This design comes from an exercise in tuning for small area, a short achievable clock period and few clock cycles per item on the open sky130 flow, not from production work.
The RTL was checked by simulation tests, not by an equivalence proof against the original design.

== v21 ==
// qg_screen_lane
module qg_screen_lane (
    input  wire         clk,
    input  wire         rst,
    input  wire         in_valid,
    output wire         in_ready,
    input  wire [1:0]   in_fmt,         
    input  wire         in_grey3,       
    input  wire         in_two_rowsets,
    input  wire [7:0]   in_p0,          
    input  wire [7:0]   in_ph,          
    input  wire [7:0]   in_pv,          
    input  wire [7:0]   in_phv,         
    input  wire [15:0]  in_gain,        
    input  wire [111:0] in_theta,       
    input  wire [15:0]  in_mask,        
    input  wire [8:0]   in_share,       
    input  wire         in_zone,        
    input  wire [10:0]  in_k,           
    input  wire [10:0]  in_s,           
    input  wire [11:0]  in_dots2_map,   
    output reg          out_valid,
    output reg  [2:0]   out_logical,
    output reg  [2:0]   out_level,
    output reg          out_rowset,
    output reg          out_pick_b,
    output reg          out_clip
);
    assign in_ready = 1'b1;
    function gt16;
        input [15:0] a;
        input [15:0] b;
        integer i, w;
        reg [15:0] g, l;
        begin
            g = a & ~b;
            l = ~a & b;
            for (w = 1; w < 16; w = w * 2)
                for (i = 0; i < 16; i = i + 2 * w) begin
                    g[i] = g[i + w] | (~l[i + w] & g[i]);
  ...
For scale: roughly 2100 cells after synthesis, about 220 flip-flops, about 240 I/O pins, roughly 18000 um^2 of cells after synthesis.
==> flow/config.mk <==
export PLATFORM = sky130hd
export DESIGN_NAME = qg_screen_lane
export DESIGN_NICKNAME = qg_screen_lane
export VERILOG_FILES = /design/flow/design.v
export SDC_FILE = /design/flow/constraint.sdc
export NUM_CORES = 4
export LEC_CHECK = 0
export CAP_MARGIN = 20
export CORE_MARGIN = 2
export CORE_UTILIZATION = 50
export CTS_BUF_LIST = sky130_fd_sc_hd__clkbuf_16
export CTS_CLUSTER_DIAMETER = 120
export CTS_CLUSTER_SIZE = 30
export PLACE_DENSITY = 0.7
export SLEW_MARGIN = 20
==> flow/constraint.sdc <==
create_clock -name core_clock -period 48.0 [get_ports {clk}]
set_input_delay 9.6000 -clock core_clock [delete_from_list [all_inputs] [get_ports {clk}]]
set_output_delay 9.6000 -clock core_clock [all_outputs]
set_load 0.01 [all_outputs]
standard.sh (not shown) runs the stock make flow with config.mk's settings and CLKGATE_MAP_FILE= SYNTH_SCRIPT=/design/flow/synth_recipe.tcl, a recipe that flattens the netlist after the stock synthesis.
==> flow/flow/run.sh <==
#!/bin/bash
# The standard layout (standard.sh), with these changes:
#  - synthesis (flow/synth.tcl): the standard script, but Yosys's generic
#    ABC pass inside synth is skipped (-noabc), so that the full adders
#    written in the RTL are extracted without inverters around them, and the
#    final ABC mapping uses flow/abc.script;
#  - ports get buf_1 buffers;
#  - repair_timing aims at a slack of SETUP_SLACK_MARGIN below the 48 ns
#    clock, i.e. at the period the design can reach.
# make's output goes to standard.log; ORFS keeps each step's log in orfs/logs.
set -euo pipefail
W=$PWD
bash standard.sh finish SYNTH_SCRIPT=$W/flow/synth.tcl SYNTH_ARGS=-noabc \
  "BUFFER_PORTS_ARGS=-buffer_cell sky130_fd_sc_hd__buf_1" \
  SETUP_SLACK_MARGIN=37.1 > $W/standard.log 2>&1
==> flow/flow/abc.script <==
strash
dc2
dch -f
map -D 4000
buffer
upsize -D 4000
dnsize -D 4000
stime -p
==> flow/flow/synth.tcl <==
# synth_recipe.tcl with ABC's script swapped for flow/abc.script.
proc synth {args} { yosys synth -nofsm -noshare {*}$args }
set ::my_flow_dir [file dirname [file normalize [info script]]]
proc abc {args} {
  set i [lsearch -exact $args -script]
  if {$i >= 0} { set args [lreplace $args $i [expr {$i + 1}] -script $::my_flow_dir/abc.script] }
  set i [lsearch -exact $args -D]
  if {$i >= 0} { set args [lreplace $args $i [expr {$i + 1}]] }
  yosys abc {*}$args
}
source $::env(SCRIPTS_DIR)/synth.tcl
# left out here: clear keep_hierarchy, flatten, clean up, hide names made inside functions, write 1_2_yosys.v
v21 completed every stage of the flow, and the final layout passed the timing, design-rule and antenna checks.
Testbench counts of v21, summed over its fixed seeds: cycles 40,008, items 40,000.
Inputs modified between v21 and v14:
Settings: CORE_UTILIZATION: 50 -> 60; CTS_CLUSTER_SIZE: 30 -> unset; CTS_BUF_LIST: sky130_fd_sc_hd__clkbuf_16 -> sky130_fd_sc_hd__clkbuf_8; CTS_CLUSTER_DIAMETER: 120 -> unset; PLACE_DENSITY: 0.7 -> 0.75.
--- a/flow/flow/run.sh
+++ b/flow/flow/run.sh
@@ -13,3 +13,3 @@
 bash standard.sh finish SYNTH_SCRIPT=$W/flow/synth.tcl SYNTH_ARGS=-noabc \
   "BUFFER_PORTS_ARGS=-buffer_cell sky130_fd_sc_hd__buf_1" \
-  SETUP_SLACK_MARGIN=37.1 > $W/standard.log 2>&1
+  SETUP_SLACK_MARGIN=37.3 > $W/standard.log 2>&1
[summary]
Run comparison: v21 slowest cell on the critical path sky130_fd_sc_hd__fa_1; v14 slowest cell on the critical path sky130_fd_sc_hd__dfxtp_1
Slew at the pin closest to its max-slew limit on v14 is up relative to v21.
~same final cell count in v21 and v14
Setup changes, v14 to v9
==> flow/flow/abc.script <==
strash
dch
map -D 6000
buffer
upsize -D 6000
dnsize -D 6000
stime -p
### Flow results
Share of the cycle needed by the critical path after routing ended up 0.59 points higher on v9 than on v14.
The sequential share of layout area on v14 is in line with that on v9.
v14 reports its uppermost metal layer occupied by signal nets as met4 while v9 reports met5.
Relative to v14, number of nets in the synthesized netlist has increased by 39 in v9.
Total routed wire length on the met1 layer: v14 vs v9, no meaningful difference
Hold slack for v9 is higher than for v14.
[compare] base=v14 new=v9: total routed wirelength dropped 3.0%, global-route usage dropped 0.16 points.
Compared with v14, in v9 clock latency of the later-clocked register in the worst-skew pair now larger, fraction of standard cell area in multi-input logic now smaller.
Compared to v14, v9 leaves less free space in the core.
Changes in v35 relative to v9:
Settings: a change of CTS_BUF_LIST from sky130_fd_sc_hd__clkbuf_8 to sky130_fd_sc_hd__clkbuf_16; a change of CORE_UTILIZATION from 60 to 50; an added CTS_CLUSTER_DIAMETER of 120; an added CTS_CLUSTER_SIZE of 30; a change of PLACE_DENSITY from 0.75 to 0.7.
--- a/flow/flow/run.sh
+++ b/flow/flow/run.sh
@@ -13,3 +13,3 @@
 bash standard.sh finish SYNTH_SCRIPT=$W/flow/synth.tcl SYNTH_ARGS=-noabc \
   "BUFFER_PORTS_ARGS=-buffer_cell sky130_fd_sc_hd__buf_1" \
-  SETUP_SLACK_MARGIN=37.3 > $W/standard.log 2>&1
+  SETUP_SLACK_MARGIN=37.4 > $W/standard.log 2>&1
==> flow/flow/abc.script <==
strash
dc2
dch -f
map -D 4000
buffer
upsize -D 4000
dnsize -D 4000
stime -p
- Going from v9 to v35, the relative area change from synthesis to final layout was found to have gone down by 2.4 points.
- The higher routed wire length came out of v35.
- v35: share of post-route cells with drive strength above 1 lower than v9
- Looking at capture point of the critical path, the out_level[2]$_DFF_P_ result is from v9; the out_logical[1] one comes from v35.
- v35 vs. v9: global-route met1 utilization fell 4.2 points; cell count decreased by about 0.6% relative to the old numbers; final critical-path share of the clock period fell by 0.69 points.
diff inputs: v35 => v24
Settings: a change of PLACE_DENSITY from 0.7 to 0.65; a change of CORE_UTILIZATION from 50 to 45.
--- a/flow/flow/run.sh
+++ b/flow/flow/run.sh
@@ -13,3 +13,3 @@
 bash standard.sh finish SYNTH_SCRIPT=$W/flow/synth.tcl SYNTH_ARGS=-noabc \
   "BUFFER_PORTS_ARGS=-buffer_cell sky130_fd_sc_hd__buf_1" \
-  SETUP_SLACK_MARGIN=37.4 > $W/standard.log 2>&1
+  SETUP_SLACK_MARGIN=37.3 > $W/standard.log 2>&1
## What came out
A launch point of the worst path of out_level[0]$_DFF_P_ is what v24 shows, while out_logical[1]$_DFF_P_ belongs to v35.
Run comparison: v35 capturing instance or port of the critical path out_logical[1]; v24 capturing instance or port of the critical path out_level[0]
Going from v35 to v24, met1 track utilization from global routing dropped 2.5 points; global-route usage dropped 2.0 points; layout-stage area growth over the synthesis result dropped 0.62 points.
From v35 to v24 the numbers moved as follows: fill cell instance count of the final layout now larger; clock network area share closely matched the old numbers.
Here is what was changed in the inputs of v2 compared with v24.
Settings: swapping 45 for 60 in CORE_UTILIZATION; swapping 0.65 for 0.75 in PLACE_DENSITY; clearing CTS_CLUSTER_DIAMETER, which used to be 120; clearing CTS_CLUSTER_SIZE, which used to be 30; swapping sky130_fd_sc_hd__clkbuf_16 for sky130_fd_sc_hd__clkbuf_8 in CTS_BUF_LIST.
==> flow/flow/abc.script <==
strash
dch
map -D 4000
buffer
upsize -D 4000
dnsize -D 4000
stime -p
==> comparison <==
Diff v2 and v24: clock-buffer cell count higher in v2
v24 → v2: reg-to-reg setup timing slack increased by 40 ps relative to the old numbers, minimum clock period moved up, final routed wirelength across all metal layers did not really move.
v2: core occupancy in the finished layout is 19 points higher than what v24 reported.
Count of buffers not belonging to the clock network in the layout: v2 vs v24 down 2

---

qg_screen_lane, a different RTL version from the one above (not shown whole).
For scale: roughly 220 flip-flops, about 240 I/O pins, roughly 0.018 sq mm of cells after synthesis.
export LEC_CHECK = 0
export CAP_MARGIN = 20
export CORE_MARGIN = 2
export CORE_UTILIZATION = 50
export CTS_BUF_LIST = sky130_fd_sc_hd__clkbuf_16
export CTS_CLUSTER_DIAMETER = 120
export CTS_CLUSTER_SIZE = 30
export GPL_TIMING_DRIVEN = 0
export PLACE_DENSITY = 0.7
export SLEW_MARGIN = 20
create_clock -name core_clock -period 48.0 [get_ports {clk}]
==> flow/flow/run.sh <==
#!/bin/bash
# The standard layout (standard.sh), with these changes:
#  - synthesis (flow/synth.tcl): the standard script, but Yosys's generic
#    ABC pass inside synth is skipped (-noabc), so that the full adders
#    written in the RTL are extracted without inverters around them, and the
#    final ABC mapping uses flow/abc.script;
#  - ports get buf_1 buffers;
#  - repair_timing aims at a slack of SETUP_SLACK_MARGIN below the 48 ns
#    clock, i.e. at the period the design can reach.
# make's output goes to standard.log; ORFS keeps each step's log in orfs/logs.
set -euo pipefail
W=$PWD
bash standard.sh finish SYNTH_SCRIPT=$W/flow/synth.tcl SYNTH_ARGS=-noabc \
  "BUFFER_PORTS_ARGS=-buffer_cell sky130_fd_sc_hd__buf_1" \
  SETUP_SLACK_MARGIN=37.3 > $W/standard.log 2>&1
==> flow/flow/abc.script <==
strash
dc2
dch -f
map -D 4000
buffer
upsize -D 4000
dnsize -D 4000
stime -p
Scripts as last shown in full above: flow/flow/synth.tcl
Testbench counts at the start, summed over its fixed seeds: cycles 40,008, items 40,000.
Change:
--- a/flow/config.mk
+++ b/flow/config.mk
@@ -11,4 +11,3 @@
-export CTS_BUF_LIST = sky130_fd_sc_hd__clkbuf_16
-export CTS_CLUSTER_DIAMETER = 120
-export CTS_CLUSTER_SIZE = 30
-export GPL_TIMING_DRIVEN = 0
+export CTS_BUF_LIST = sky130_fd_sc_hd__clkbuf_8
+export CTS_CLUSTER_DIAMETER = 80
+export CTS_CLUSTER_SIZE = 20
Fmax is about the same.
Wire length goes down by 1.1%.
Cell area went down by 2.5%.
Worst setup slack loses 13 ps.
Change:
==> flow/flow/abc.script (replaced) <==
strash
dc2
dch -f
map -D 3500
buffer
upsize -D 3500
dnsize -D 3500
stime -p
--- a/flow/config.mk
+++ b/flow/config.mk
@@ -11,3 +11,3 @@
-export CTS_BUF_LIST = sky130_fd_sc_hd__clkbuf_8
-export CTS_CLUSTER_DIAMETER = 80
-export CTS_CLUSTER_SIZE = 20
+export CTS_BUF_LIST = sky130_fd_sc_hd__clkbuf_16
+export CTS_CLUSTER_DIAMETER = 120
+export CTS_CLUSTER_SIZE = 30
The changed run completed without violations.
Wire length is higher by 0.77%.
Utilization is lower by 0.32 points.
Sequential share of layout area is lower by 0.28 points.
Die area is higher by 1.1%.
Synthesized cell count is higher by 2.7%.
Cell area is higher by 1.4%.
Via count is higher by 2.3%.
Worst setup slack improves by 15 ps.
Change:
==> flow/flow/abc.script (replaced) <==
strash
dc2
dch -f
map -D 4000
buffer
upsize -D 4000
dnsize -D 4000
stime -p
--- a/flow/config.mk
+++ b/flow/config.mk
@@ -13 +13 @@
-export CTS_CLUSTER_SIZE = 30
+export CTS_CLUSTER_SIZE = 35
Outcome: The new run finished with timing, DRC and antenna clean; register-to-register slack gains 230 ps; routed wire length falls by 0.59%; final cell count falls by 2.3%; utilization rises by 0.43 points.

---

qg_screen_lane, a different RTL version from the one above (not shown whole).
Size: ~2300 cells after synthesis, roughly 240 I/O pins, roughly 19000 um2 of cells after synthesis.
Settings: LEC_CHECK=0, CAP_MARGIN=20, CORE_MARGIN=2, CORE_UTILIZATION=60, CTS_BUF_LIST=sky130_fd_sc_hd__clkbuf_8, PLACE_DENSITY=0.75, SLEW_MARGIN=20; clock period 48.0 ns.
==> flow/flow/run.sh <==
#!/bin/bash
# Standard layout (standard.sh) with two changes: ABC maps with a delay
# target (flow/abc.script, through flow/synth.tcl), and ports get buf_2
# buffers instead of the default cell.
set -euo pipefail
W=$PWD
bash standard.sh finish SYNTH_SCRIPT=$W/flow/synth.tcl \
  "BUFFER_PORTS_ARGS=-buffer_cell sky130_fd_sc_hd__buf_1" SYNTH_ARGS=-noabc SETUP_SLACK_MARGIN=37.6 > $W/standard.log 2>&1
==> flow/flow/abc.script <==
strash
dch
map -D 6000
buffer
upsize -D 6000
dnsize -D 6000
stime -p
Scripts as last shown in full above: flow/flow/synth.tcl
Testbench counts at the start, summed over its fixed seeds: cycles 40,008, items 40,000.
Then changed:
--- a/flow/flow/run.sh
+++ b/flow/flow/run.sh
@@ -8 +8 @@
-  "BUFFER_PORTS_ARGS=-buffer_cell sky130_fd_sc_hd__buf_1" SYNTH_ARGS=-noabc SETUP_SLACK_MARGIN=37.6 > $W/standard.log 2>&1
+  "BUFFER_PORTS_ARGS=-buffer_cell sky130_fd_sc_hd__buf_2" SYNTH_ARGS=-noabc SETUP_SLACK_MARGIN=36.5 > $W/standard.log 2>&1
--- a/flow/config.mk
+++ b/flow/config.mk
@@ -10,3 +10,2 @@
-export CORE_UTILIZATION = 60
-export CTS_BUF_LIST = sky130_fd_sc_hd__clkbuf_8
-export PLACE_DENSITY = 0.75
+export CORE_UTILIZATION = 40
+export PLACE_DENSITY = 0.6
Effect:
- The changed run produced a clean layout
- area after synthesis is unchanged
- clock skew drops by 0.065 ns
- worst setup slack degrades by 0.29 ns
- sequential cell count does not change
- synthesized cell count does not change
- routed wire length drops by 3.0%
- worst hold slack improves by 0.0078 ns
- critical path depth climbs by 46
- sequential share of layout area climbs by 0.74 points
Then changed:
--- a/flow/flow/run.sh
+++ b/flow/flow/run.sh
@@ -8 +8 @@
-  "BUFFER_PORTS_ARGS=-buffer_cell sky130_fd_sc_hd__buf_2" SYNTH_ARGS=-noabc SETUP_SLACK_MARGIN=36.5 > $W/standard.log 2>&1
+  "BUFFER_PORTS_ARGS=-buffer_cell sky130_fd_sc_hd__buf_2" SYNTH_ARGS=-noabc SETUP_SLACK_MARGIN=37.3 > $W/standard.log 2>&1
Critical path depth decreases by 46.
Core utilization climbs by 2.2 points.
Clock skew stays flat.
Final area grows by a few percent.
Die area does not change.
Wire length grows by a few percent.
Maximum frequency grows by a few percent.
Count of clock-buffer cells in the layout is unchanged.
Synthesized cell count stays the same.
Then changed:
--- a/flow/flow/run.sh
+++ b/flow/flow/run.sh
@@ -8 +8 @@
-  "BUFFER_PORTS_ARGS=-buffer_cell sky130_fd_sc_hd__buf_2" SYNTH_ARGS=-noabc SETUP_SLACK_MARGIN=37.3 > $W/standard.log 2>&1
+  "BUFFER_PORTS_ARGS=-buffer_cell sky130_fd_sc_hd__buf_1" SYNTH_ARGS=-noabc SETUP_SLACK_MARGIN=37.3 > $W/standard.log 2>&1
--- a/flow/config.mk
+++ b/flow/config.mk
@@ -10,2 +10,3 @@
-export CORE_UTILIZATION = 40
-export PLACE_DENSITY = 0.6
+export CORE_UTILIZATION = 70
+export CTS_BUF_LIST = sky130_fd_sc_hd__clkbuf_8
+export PLACE_DENSITY = 0.85
Outcome: The new run passed the timing, design-rule and antenna checks; cell count decreases by 7.2%; global-route usage goes up by 23 points; via count went up by 15%; routed wire length increases by 16%; utilization increases by 35 points; final area is lower by 1.7%; clock skew rose by 0.099 ns; hold slack gains 0.018 ns; worst setup slack degrades by 0.23 ns; clock-buffer cell count increases by 14.

==> port drivers added, routing unchanged <==
No port has a modelled driver above. Below, the same layouts with a new extraction and two added sets of constraints.
Step 1 (the two cells are an assumption about what drives the block):
set clk [get_ports {clk}]
set_driving_cell -lib_cell sky130_fd_sc_hd__clkbuf_16 $clk
set_driving_cell -lib_cell sky130_fd_sc_hd__buf_2 [delete_from_list [all_inputs] $clk]
Step 2 also shifts input and output timing later by t, the mid clock arrival at the registers, as if the neighbouring blocks saw the same clock.
Slacks: ideal / step 1 / step 2; pairs: ideal / step 1.
run | t (ns) | slack for setup (ns) | worst slew at a driven data input, ns
v21 | 0.553 | 37.263 / 37.299 / 36.746 | 0.09
v14 | 0.587 | 37.386 / 37.335 / 36.943 | 0.07
v9 | 0.625 | 37.101 / 37.101 / 36.910 | 0.06
v35 | 0.556 | 37.434 / 37.382 / 37.058 | 0.07
v24 | 0.572 | 37.399 / 37.341 / 36.918 | 0.07
v2 | 0.613 | 37.357 / 37.307 / 36.837 | 0.07
the first run of note 2 | 0.546 | 37.394 / 37.345 / 36.881 | 0.07
the second run of note 2 | 0.589 | 37.381 / 37.329 / 36.916 | 0.06
the third run of note 2 | 0.546 | 37.396 / 37.339 / 36.974 | 0.09
the fourth run of note 2 | 0.550 | 37.372 / 37.313 / 36.941 | 0.06
the first run of note 3 | 0.624 | 37.362 / 37.309 / 37.067 | 0.05
the second run of note 3 | 0.582 | 37.075 / 37.075 / 36.974 | 0.07
the third run of note 3 | 0.587 | 37.370 / 37.311 / 36.996 | 0.07
the fourth run of note 3 | 0.641 | 37.139 / 37.139 / 36.840 | 0.06
After both steps every run listed still meets setup and hold. The setup slack of v2, which loses most, moves by -0.050 ns with the drivers and by -0.520 ns with both steps.
